What follows belongs to an exercise in optimizing a design on an open flow for small area, a short achievable clock period and few clock cycles; a production flow would make more cautious choices. The RTL of this run was laid out without a check of its function. Power figures rest on the tool's default switching activity, not on a simulated workload.

<file path="design/flow/config.mk">
export PLATFORM = sky130hd
export DESIGN_NAME = corr_channel
export DESIGN_NICKNAME = corr_channel
export VERILOG_FILES = /design/flow/design.v
export SDC_FILE = /design/flow/constraint.sdc
export NUM_CORES = 4
export LEC_CHECK = 0
export CAP_MARGIN = 20
export CORE_MARGIN = 2
export CORE_UTILIZATION = 60
export PLACE_DENSITY = 0.7
export SLEW_MARGIN = 20
</file>
<file path="design/flow/constraint.sdc">
create_clock -name core_clock -period 13.0 [get_ports {clk}]
set_input_delay 2.6000 -clock core_clock [delete_from_list [all_inputs] [get_ports {clk}]]
set_output_delay 2.6000 -clock core_clock [all_outputs]
set_load 0.01 [all_outputs]
</file>
<file path="design/flow/design.v">
module corr_cos_sin (
    input  wire [3:0] m,
    output wire [5:0] wc,
    output wire [5:0] ws
);
  assign wc =
      (m == 4'd0) ? 6'd63 :
      (m == 4'd1) ? 6'd63 :
      (m == 4'd2) ? 6'd62 :
      (m == 4'd3) ? 6'd60 :
      (m == 4'd4) ? 6'd58 :
      (m == 4'd5) ? 6'd56 :
      (m == 4'd6) ? 6'd52 :
      (m == 4'd7) ? 6'd49 :
      (m == 4'd8) ? 6'd45 :
      (m == 4'd9) ? 6'd40 :
      (m == 4'd10) ? 6'd35 :
      (m == 4'd11) ? 6'd30 :
      (m == 4'd12) ? 6'd24 :
      (m == 4'd13) ? 6'd18 :
      (m == 4'd14) ? 6'd12 :
      6'd6;
  assign ws =
      (m == 4'd0) ? 6'd0 :
      (m == 4'd1) ? 6'd6 :
      (m == 4'd2) ? 6'd12 :
      (m == 4'd3) ? 6'd18 :
      (m == 4'd4) ? 6'd24 :
      (m == 4'd5) ? 6'd30 :
      (m == 4'd6) ? 6'd35 :
      (m == 4'd7) ? 6'd40 :
      (m == 4'd8) ? 6'd45 :
      (m == 4'd9) ? 6'd49 :
      (m == 4'd10) ? 6'd52 :
      (m == 4'd11) ? 6'd56 :
      (m == 4'd12) ? 6'd58 :
      (m == 4'd13) ? 6'd60 :
      (m == 4'd14) ? 6'd62 :
      6'd63;
endmodule
module corr_acc (
    input  wire        clk,
    input  wire        clear,
    input  wire        neg,
    input  wire [11:0] term,     
    output wire [31:0] acc,
    output wire        sat
);
  reg [10:0] lo;
  reg [20:0] hi;
  reg        pu, pd;             
  wire [12:0] tx   = {term[11], term} ^ {13{neg}};
  wire [10:0] lsum;
  wire        lco;
  add_sk #(11) u_add (.a(lo), .b(tx[10:0]), .ci(neg), .s(lsum), .co(lco));
  wire [12:0] ls   = {tx[12] & !lco, tx[12] ^ lco, lsum};
  wire        c_up = !ls[12] & ls[11];
  wire        c_dn = ls[12];
  wire        lzero = (ls == 13'd0);
  wire [21:0] t;
  assign t[0] = pu | pd;
  genvar i;
  generate
    for (i = 0; i < 21; i = i + 1) begin : g_hi
      assign t[i+1] = t[i] & (hi[i] ^ pd);
    end
  endgenerate
  wire h_top  = (hi[20:1] == 20'h7FFFF);
  wire h_bot  = (hi[20:1] == 20'h80000);
  wire eq_max = h_top & (hi[0] ? (!pu & !pd) : pu);
  wire eq_min = h_bot & (hi[0] ? pd : (!pu & !pd));
  wire ovp = eq_max & c_up;
  wire ovn = eq_min & (c_dn | lzero);
  assign sat = ovp | ovn;
  always @(posedge clk) begin
    if (clear) begin
      lo <= 11'd0;
      hi <= 21'd0;
      pu <= 1'b0;
      pd <= 1'b0;
    end else begin
      lo <= {{10{ovp}} | (ls[10:1] & ~{10{eq_min & c_dn}}), ovp | ovn | ls[0]};
      pu <= c_up & !eq_max;
      pd <= c_dn & !eq_min;
      hi <= hi ^ t[20:0];
    end
  end
  assign acc = {hi, lo};
endmodule
module add_sk #(parameter N = 11) (
    input  wire [N-1:0] a,
    input  wire [N-1:0] b,
    input  wire         ci,
    output wire [N-1:0] s,
    output wire         co
);
  wire [N-1:0] p0 = a ^ b;
  wire [N-1:0] g0 = a & b;
  reg  [N-1:0] g, p;
  integer l, i;
  always @(*) begin
    g = g0;
    p = p0;
    g[0] = g0[0] | (p0[0] & ci);
    for (l = 1; l < N; l = l * 2)
      for (i = 0; i < N; i = i + 1)
        if ((i / l) % 2 == 1) begin
          g[i] = g[i] | (p[i] & g[(i / l) * l - 1]);
          p[i] = p[i] & p[(i / l) * l - 1];
        end
  end
  assign s  = p0 ^ {g[N-2:0], ci};
  assign co = g[N-1];
endmodule
module corr_channel (
    input  wire        clk,
    input  wire        rst,
    input  wire        cfg_valid,
    output wire        cfg_ready,
    input  wire [35:0] cfg_fcw,
    input  wire [35:0] cfg_phi,
    input  wire [35:0] cfg_cfw,
    input  wire [35:0] cfg_frac,
    input  wire [3:0]  cfg_de,
    input  wire [3:0]  cfg_dv,
    input  wire [23:0] cfg_nsamp,
    input  wire        s_valid,
    output wire        s_ready,
    input  wire        s_x,
    input  wire [3:0]  s_i,
    input  wire [3:0]  s_q,
    input  wire        chip,
    output wire        chip_take,
    output wire        res_valid,
    output wire [31:0] res_ve_i,
    output wire [31:0] res_ve_q,
    output wire [31:0] res_e_i,
    output wire [31:0] res_e_q,
    output wire [31:0] res_p_i,
    output wire [31:0] res_p_q,
    output wire [31:0] res_l_i,
    output wire [31:0] res_l_q,
    output wire [31:0] res_vl_i,
    output wire [31:0] res_vl_q,
    output wire [23:0] res_used,
    output wire        res_range
);
  reg        rdy;         
  reg        wact;        
  reg        s_rdy;
  reg        si_v;        
  reg        si_x;
  reg        si_si, si_sq;    
  reg  [2:0] si_ui, si_uq;    
  reg [35:0] fcw, cfw, phase, frac;
  reg  [3:0] de, dv;
  reg [23:0] rem;         
  reg        rem1;        
  reg        fresh;       
  reg  [6:0] q;
  reg  [6:0] qv;          
  reg        take;
  reg        pend;        
  reg        cfg_ready_q, s_ready_q, take_q;    
  wire s_fire = s_valid & s_rdy;
  wire win_ok = pend ? qv[3] : qv[2];
  wire nv     = si_v & wact & !fresh & win_ok;    
  wire lastn  = nv & rem1;
  wire [35:0] frac_sum, phase_sum;
  wire        carry, unused_co;
  assign {carry, frac_sum} = {1'b0, frac} + {1'b0, cfw};
  add_sk #(36) u_phase (.a(phase), .b(fcw & {36{nv}}), .ci(1'b0), .s(phase_sum), .co(unused_co));
  wire [6:0] q_p   = pend ? {1'b0, q[6:1]} : q;
  wire [6:0] qv_p  = pend ? {1'b0, qv[6:1]} : qv;
  wire [6:0] q_sh  = lastn ? {3'b000, q_p[6:3]} : q_p;
  wire [6:0] qv_sh = lastn ? {3'b000, qv_p[6:3]} : qv_p;
  wire [6:0] put   = {7{take}} & ~qv_sh & {qv_sh[5:0], 1'b1};    
  wire [6:0] q_n   = (q_sh & ~put) | ({7{chip}} & put);
  wire [6:0] qv_n  = qv_sh | put;
  wire       wact_n = rdy ? cfg_valid : (wact & !lastn);
  wire       si_v_n = s_fire | (si_v & !nv);
  wire       rem2   = (rem == 24'd2);
  wire [23:0] rt;
  assign rt[0] = nv;
  genvar gi;
  generate
    for (gi = 1; gi < 24; gi = gi + 1) begin : g_rem
      assign rt[gi] = nv & ~|rem[gi-1:0];
    end
  endgenerate
  wire       fresh_n = rdy & cfg_valid;
  wire       free_n  = !si_v_n | (wact_n & !fresh_n & qv_n[3]);
  always @(posedge clk) begin
    if (rst) begin
      rdy   <= 1'b1;
      wact  <= 1'b0;
      s_rdy <= 1'b0;
      si_v  <= 1'b0;
      qv    <= 7'd0;
      take  <= 1'b0;
      pend  <= 1'b0;
      fresh <= 1'b0;
      cfg_ready_q <= 1'b1;
      s_ready_q   <= 1'b0;
      take_q      <= 1'b0;
    end else begin
      rdy   <= rdy ? !cfg_valid : lastn;
      wact  <= wact_n;
      fresh <= fresh_n;
      s_rdy <= free_n;
      pend  <= nv & !rem1 & carry;
      si_v  <= si_v_n;
      qv    <= qv_n;
      take  <= !qv_n[6];
      cfg_ready_q <= rdy ? !cfg_valid : lastn;
      s_ready_q   <= free_n;
      take_q      <= !qv_n[6];
    end
  end
  always @(posedge clk) begin
    q <= q_n;
    if (s_rdy) begin
      si_x  <= s_x;
      si_si <= s_i[3];
      si_sq <= s_q[3];
      si_ui <= s_i[2:0] ^ {3{s_i[3]}};
      si_uq <= s_q[2:0] ^ {3{s_q[3]}};
    end
    if (rdy) begin
      fcw   <= cfg_fcw;
      cfw   <= cfg_cfw;
      de    <= cfg_de;
      dv    <= cfg_dv;
      phase <= cfg_phi;
      frac  <= cfg_frac;
      rem   <= cfg_nsamp;
      rem1  <= (cfg_nsamp == 24'd1);
    end else begin
      phase <= phase_sum;
      rem   <= rem ^ rt[23:0];
      if (nv) begin
        frac <= frac_sum;
        rem1 <= rem2;
      end
    end
  end
  wire [3:0] fh = frac[35:32];
  wire c_m = pend ? q[1] : q[0];
  wire c_0 = pend ? q[2] : q[1];
  wire c_p = pend ? q[3] : q[2];
  wire [4:0] fh_de = {1'b0, fh} + {1'b0, de};
  wire [4:0] fh_dv = {1'b0, fh} + {1'b0, dv};
  wire [4:0] r_n;
  assign r_n[0] = (fh < dv) ? c_m : c_0;      
  assign r_n[1] = (fh < de) ? c_m : c_0;      
  assign r_n[2] = c_0;                        
  assign r_n[3] = fh_de[4] ? c_p : c_0;       
  assign r_n[4] = fh_dv[4] ? c_p : c_0;       
  wire [1:0] quad = phase[35:34];
  wire       ni_n = (quad[0] ? si_sq : si_si) ^ quad[1];
  wire       nq_n = (quad[0] ? si_si : si_sq) ^ quad[1] ^ quad[0];
  wire [5:0] wc_n, ws_n;
  corr_cos_sin u_lut (.m(phase[33:30]), .wc(wc_n), .ws(ws_n));
  wire [3:0] mi_n = {si_ui, 1'b1};
  wire [3:0] mq_n = {si_uq, 1'b1};
  wire [9:0] pa_n = mi_n * wc_n;    
  wire [9:0] pb_n = mq_n * ws_n;    
  wire [9:0] pc_n = mq_n * wc_n;    
  wire [9:0] pd_n = mi_n * ws_n;    
  reg        m_v, m_x, m_last, m_ni, m_nq, m_sw;
  reg  [4:0] m_r;
  reg  [9:0] m_pa, m_pb, m_pc, m_pd;
  always @(posedge clk) begin
    if (rst) m_v <= 1'b0;
    else     m_v <= nv;
    m_x    <= si_x;
    m_last <= rem1;
    m_r    <= r_n;
    m_ni   <= ni_n;
    m_nq   <= nq_n;
    m_sw   <= quad[0];
    m_pa   <= pa_n;
    m_pb   <= pb_n;
    m_pc   <= pc_n;
    m_pd   <= pd_n;
  end
  wire        opp = m_ni ^ m_nq;
  wire        s_b = opp ^ m_sw;
  wire [11:0] u_s = {2'b00, m_pa} + (s_b ? -{2'b00, m_pb} : {2'b00, m_pb});
  wire [11:0] v_s = {2'b00, m_pc} + (s_b ? {2'b00, m_pd} : -{2'b00, m_pd});
  wire [11:0] re = m_sw ? v_s : u_s;
  wire [11:0] im = m_sw ? u_s : v_s;
  wire        m_en = m_v & !m_x;
  reg        a_v, a_en, a_last;
  reg  [4:0] a_ni, a_nq;
  reg [11:0] a_re, a_im;
  always @(posedge clk) begin
    if (rst) begin
      a_v     <= 1'b0;
      a_en    <= 1'b0;
      a_last  <= 1'b0;
    end else begin
      a_v     <= m_v;
      a_en    <= m_en;
      a_last  <= m_v & m_last;
    end
    a_ni <= m_r ^ {5{m_ni}};
    a_nq <= m_r ^ {5{m_nq}};
    a_re <= m_en ? re : 12'd0;
    a_im <= m_en ? im : 12'd0;
  end
  wire [9:0] sat;
  corr_acc u_ve_i (.clk(clk), .clear(clr), .neg(a_ni[0]), .term(a_re), .acc(res_ve_i), .sat(sat[0]));
  corr_acc u_ve_q (.clk(clk), .clear(clr), .neg(a_nq[0]), .term(a_im), .acc(res_ve_q), .sat(sat[1]));
  corr_acc u_e_i  (.clk(clk), .clear(clr), .neg(a_ni[1]), .term(a_re), .acc(res_e_i),  .sat(sat[2]));
  corr_acc u_e_q  (.clk(clk), .clear(clr), .neg(a_nq[1]), .term(a_im), .acc(res_e_q),  .sat(sat[3]));
  corr_acc u_p_i  (.clk(clk), .clear(clr), .neg(a_ni[2]), .term(a_re), .acc(res_p_i),  .sat(sat[4]));
  corr_acc u_p_q  (.clk(clk), .clear(clr), .neg(a_nq[2]), .term(a_im), .acc(res_p_q),  .sat(sat[5]));
  corr_acc u_l_i  (.clk(clk), .clear(clr), .neg(a_ni[3]), .term(a_re), .acc(res_l_i),  .sat(sat[6]));
  corr_acc u_l_q  (.clk(clk), .clear(clr), .neg(a_nq[3]), .term(a_im), .acc(res_l_q),  .sat(sat[7]));
  corr_acc u_vl_i (.clk(clk), .clear(clr), .neg(a_ni[4]), .term(a_re), .acc(res_vl_i), .sat(sat[8]));
  corr_acc u_vl_q (.clk(clk), .clear(clr), .neg(a_nq[4]), .term(a_im), .acc(res_vl_q), .sat(sat[9]));
  reg [23:0] used;
  reg        range;
  reg  [9:0] sat_q;
  reg        done1, done2, clr;
  wire [23:0] ut;
  assign ut[0] = a_en;
  generate
    for (gi = 1; gi < 24; gi = gi + 1) begin : g_used
      assign ut[gi] = a_en & (&used[gi-1:0]);
    end
  endgenerate
  always @(posedge clk) begin
    sat_q <= sat;
    if (clr) begin
      used  <= 24'd0;
      range <= 1'b0;
    end else begin
      used  <= used ^ ut[23:0];
      range <= range | (|sat_q);
    end
    if (rst) begin
      done1 <= 1'b0;
      done2 <= 1'b0;
      clr   <= 1'b1;
    end else begin
      done1 <= a_v & a_last;      
      done2 <= done1;             
      clr   <= done1;
    end
  end
  assign cfg_ready = cfg_ready_q;
  assign s_ready   = s_ready_q;
  assign chip_take = take_q;
  assign res_valid = done2;
  assign res_used  = used;
  assign res_range = range;
endmodule
</file>
<file path="design/flow/flow/run.sh">
#!/bin/bash
# Standard layout with plain buffers (buf_1) on the ports, and timing repair
# aimed well below the 13 ns constraint (setup margin), so that the resizer
# shortens the paths that set the achieved period.
set -euo pipefail
export BUFFER_PORTS_ARGS="-buffer_cell sky130_fd_sc_hd__buf_1"
export SETUP_SLACK_MARGIN=8.9
bash standard.sh finish > flow.log 2>&1
</file>
<file path="design/flow/standard.sh">
#!/bin/bash
# synth_recipe.tcl (not shown) runs the flow's synth.tcl, then flattens the netlist and writes it again
# the make line also repeats each setting of config.mk as NAME=value (left out here)
make -C /OpenROAD-flow-scripts/flow DESIGN_CONFIG=/design/flow/config.mk WORK_HOME=/design/flow/orfs CLKGATE_MAP_FILE= SYNTH_SCRIPT=/design/flow/synth_recipe.tcl "${@:-finish}"
</file>
==> flow_summary.yaml <==
outcome:
  outcome: "no timing/DRC/antenna violations"
clock_tree:
  cts_buffer_depth: 3
  worstSkewPairLatency_ps: 620
  clkTransAtPathRegs_ps: 60
  cts_tree: "done"
  root_buffer: "clkbuf_16"
  holdBufCountCts: 0
  cts.sinks: 670
  htree_levels: 3
  cts_buffers: 75
synth:
  ys_seq_elements: 670
  synthSimpleGateAreaFrac: 0.200
  synth_compound_area_frac: 0.131
  ys_types: 86
  ys_dominant_reg_cell: "dfxtp_1"
  synthAdderAreaFrac: 0.126
  netlist_area_mm2: 0.0398
  netlist_instances: 4530
  async_reset_ff_frac: 0
  synth_top_family_by_area: "simple AND/OR/NAND/NOR gates"
  synth_xor_area_frac: 0.122
  ys_warn_count: 4
  muxShareOfSynthArea: 0.0173
  seq_area_frac_synth: 0.369
  syn_area_per_cell_um2: 8.79
  synth_edf_count: 126
  synth_nets: 5072
timing:
  finalHoldViolCount: 0
  worst_slack_ps: 8830
  worstMarginPinSlew_ps: 1130
  skew_ps: 26.3
  rsz0062_at_grt: "yes"
  fin_crit_sh: 0.321
  slew_viol_final: 0
  finalSetupViolations: 0
  max_freq_mhz: 240
  setup_tns_ps: 0
  fin_crit_ps: 4170
  max_slew_margin: 0.249
power:
  ir_drop_v: 0.000111
  p_per_area_mw_per_mm2: 236
  power.total_mw: 10.8
  p_leak_nw: 19.1
critical_path:
  cp-end-kind: "register"
  r2r-start: "a_re[0]"
  arrival_ps: 4690
  cp.required_ps: 13510
  r2r_end: "u_l_q.lo[0]"
  reg2reg_depth: 18
  crit_path_max_fanout: 5
  start_kind: "register"
  worstSetupPathType: "reg2reg"
  rrSetupSlack_ps: 8830
die:
  coreArea_mm2: 0.0657
  io_pins: 539
  start_util: 0.606
  die_area_mm2: 0.0684
  row_count: 94
  die_w_um: 262
  die_h_um: 262
global_route:
  antenna_found_initial: 12
  grt_pass1_wl_mm: 158
  grt_max_degree: 208
  overflow: 0
  track_usage: 0.287
  first_global_vias: 30588
detailed_routing:
  num_vias: 33130
  drtAntennaViolNets: 0
  first_pass_iters: 5
  viasPerCell: 5.58
  drc: 0
  drt-total-wl_mm: 102
  drtIter0Drc: 2151
  post_drt_wl_per_cell_um: 17.1
finish:
  nets: 5554
  nFillCells: 5382
  fin_cells: 5940
  multiInputGateArea_mm2: 0.0242
  syn2layout_area_growth_pct: 15.5
  design_area_mm2: 0.0460
  seq_area_mm2: 0.0147
  drive_above_1_share: 0.0736
placed_design:
  port_buffers: 538
  dp_slack_ps: 8050
  hpwl_mm: 73.9
  placed_area_mm2: 0.0424
  dp.cells: 5731
  place_congestion: 0.895
min_path:
  hold_end: "m_x"
  hold_start: "si_x"
  min_path_cells: 0
  hold_class: "reg2reg"
flow_run:
  drv_cap: 0
-- per-stage QoR --
stage               hold WS [ps]   util
finish                       347  0.699
global route                 372  0.699
CTS                          349  0.693
detailed placement           337  0.644
global placement             332  0.644
floorplan                    323      -
-- area by class of cell --
class | instances | share of cell area
multi-input combinational | 3482 | 0.526
sequential | 670 | 0.320
timing repair buffer | 624 | 0.0600
clock buffer | 105 | 0.0486
tap | 864 | 0.0235
inverter | 159 | 0.0131
clock inverter | 30 | 0.00838
antenna | 6 | 0.000327
-- where the power goes --
part / total (mW) / internal, mW / switching, mW
sequential: 3.13 / 2.59 / 0.548
clock: 2.24 / 1.36 / 0.877
combinational: 5.46 / 2.45 / 3.01
-- synthesized netlist by cell type (36+ instances only) --
library cell	instances	area (µm²)
clkbuf_1	172	646
nor2b_1	42	263
a21oi_1	344	1720
nand4_1	54	338
xnor2_1	224	1960
nor3_1	83	415
nor4_1	63	394
nand2_1	517	1940
buf_1	45	169
o21ai_1	46	230
a21o_1	70	526
ha_1	271	3390
nor2_1	430	1610
xor2_1	329	2880
fa_1	81	1620
o21bai_1	45	338
and2_1	101	632
nand2b_1	74	463
dfxtp_1	544	10900
mux2i_1	36	360
o21ai_0	187	936
inv_1	158	593
or3_1	58	363
nor3b_1	36	270
edfxtp_1	126	3780
nand3_1	56	280
-- flip-flops by register name, indices dropped and copies added, names as in the netlist, 24 cells and up --
name / count
cfw: 36
fcw: 36
frac: 36
phase: 36
rem: 24
used: 24
-- cell families after synthesis --
kind of cell,count (synthesis)
simple gates,1637
compound gates,877
flops,670
xor+xnor,553
buf+inv,378
fa+ha+maj,352
mux,63
-- cell usage in the layout (no fill, tap or decap), drive strengths merged, types with 23 or more instances in the layout --
master / netlist / layout
or3: 58 / 58
mux2: 25 / 25
nor2b: 44 / 44
nand3: 56 / 56
fa: 81 / 81
and2: 101 / 101
buf: 47 / 621
nor2: 431 / 431
o21bai: 45 / 45
xnor2: 224 / 224
xor2: 329 / 329
nand2: 518 / 518
dfxtp: 544 / 544
nand2b: 74 / 74
o31ai: 24 / 24
a21o: 70 / 70
inv: 158 / 159
a31oi: 26 / 26
mux2i: 36 / 36
nor4: 64 / 64
edfxtp: 126 / 126
nor3b: 36 / 36
clkbuf: 172 / 107
nor3: 85 / 85
a211oi: 23 / 23
ha: 271 / 271
o21ai: 234 / 234
a21oi: 345 / 345
nand4: 54 / 54
-- critical path, stage by stage (launching register included) --
cell and delay, ps:
dfxtp_4 400, buf_4 140, mux2_4 300, fa_2 360, a21o_1 200, a21oi_2 130
o21bai_1 80, a21o_1 170, a21o_1 190, a21o_1 200, a41oi_2 160, nand2b_1 110
ha_1 300, nand2_1 60, or4_4 410, or4_4 430, a211oi_2 150, o21ai_1 90
a31oi_1 210
-- worst max path at each step --
stage,startpoint,endpoint,slack (ps),cells past startpoint
final,a_re[0],u_l_q.lo[0],8830,18
after global routing,a_re[0],u_l_q.lo[0],8660,18
after CTS,pend,phase[32],8760,17
after detailed placement,pend,phase[32],8050,17
after global placement,pend,phase[32],8200,17
after floorplan,a_re[0],u_l_q.lo[0],8820,19
-- routing by layer --
| layer | part of all wire | wire [µm] | GRT usage | up-vias |
|---|---|---|---|---|
| li1 | - | - | - | 16612 |
| met1 | 0.42 | 42600 | 0.358 | 15418 |
| met2 | 0.48 | 48500 | 0.486 | 858 |
| met3 | 0.064 | 6510 | 0.0606 | 230 |
| met4 | 0.042 | 4230 | 0.113 | 12 |
| met5 | 0.00084 | 86 | 0 | - |
-- what timing repair did --
action / CTS / global route
gates cloned: 1 / 1
pin swaps: 25 / 40
resized for setup: 47 / 63
endpoints found under the setup margin: 73 / 66
endpoints found under the hold margin: 0 / 0
setup buffers: 47 / 19

[separate check: timing with driven ports]
In the flow no input, the clock included, has a driving cell. The finished layout below was timed again as built, in two steps.
Step 1 assumes that a clkbuf_16 drives the clock port and a buf_2 every other input.
Step 2, shift: input delay + t, output delay - t, t = (earliest + latest rising clock arrival at the registers) / 2. This alone moves slack from input paths to output paths.
Three values: ideal, step 1, step 2; two values: the first two.
t (ns): 0.668
setup WS [ns]: 8.826 / 8.826 / 8.826
latest minus earliest clock arrival (ns): 0.028 / 0.028
After both steps setup and hold are still met in this run. For this run, drivers alone change the setup slack by 0.000 ns; drivers and shift together by 0.000 ns.
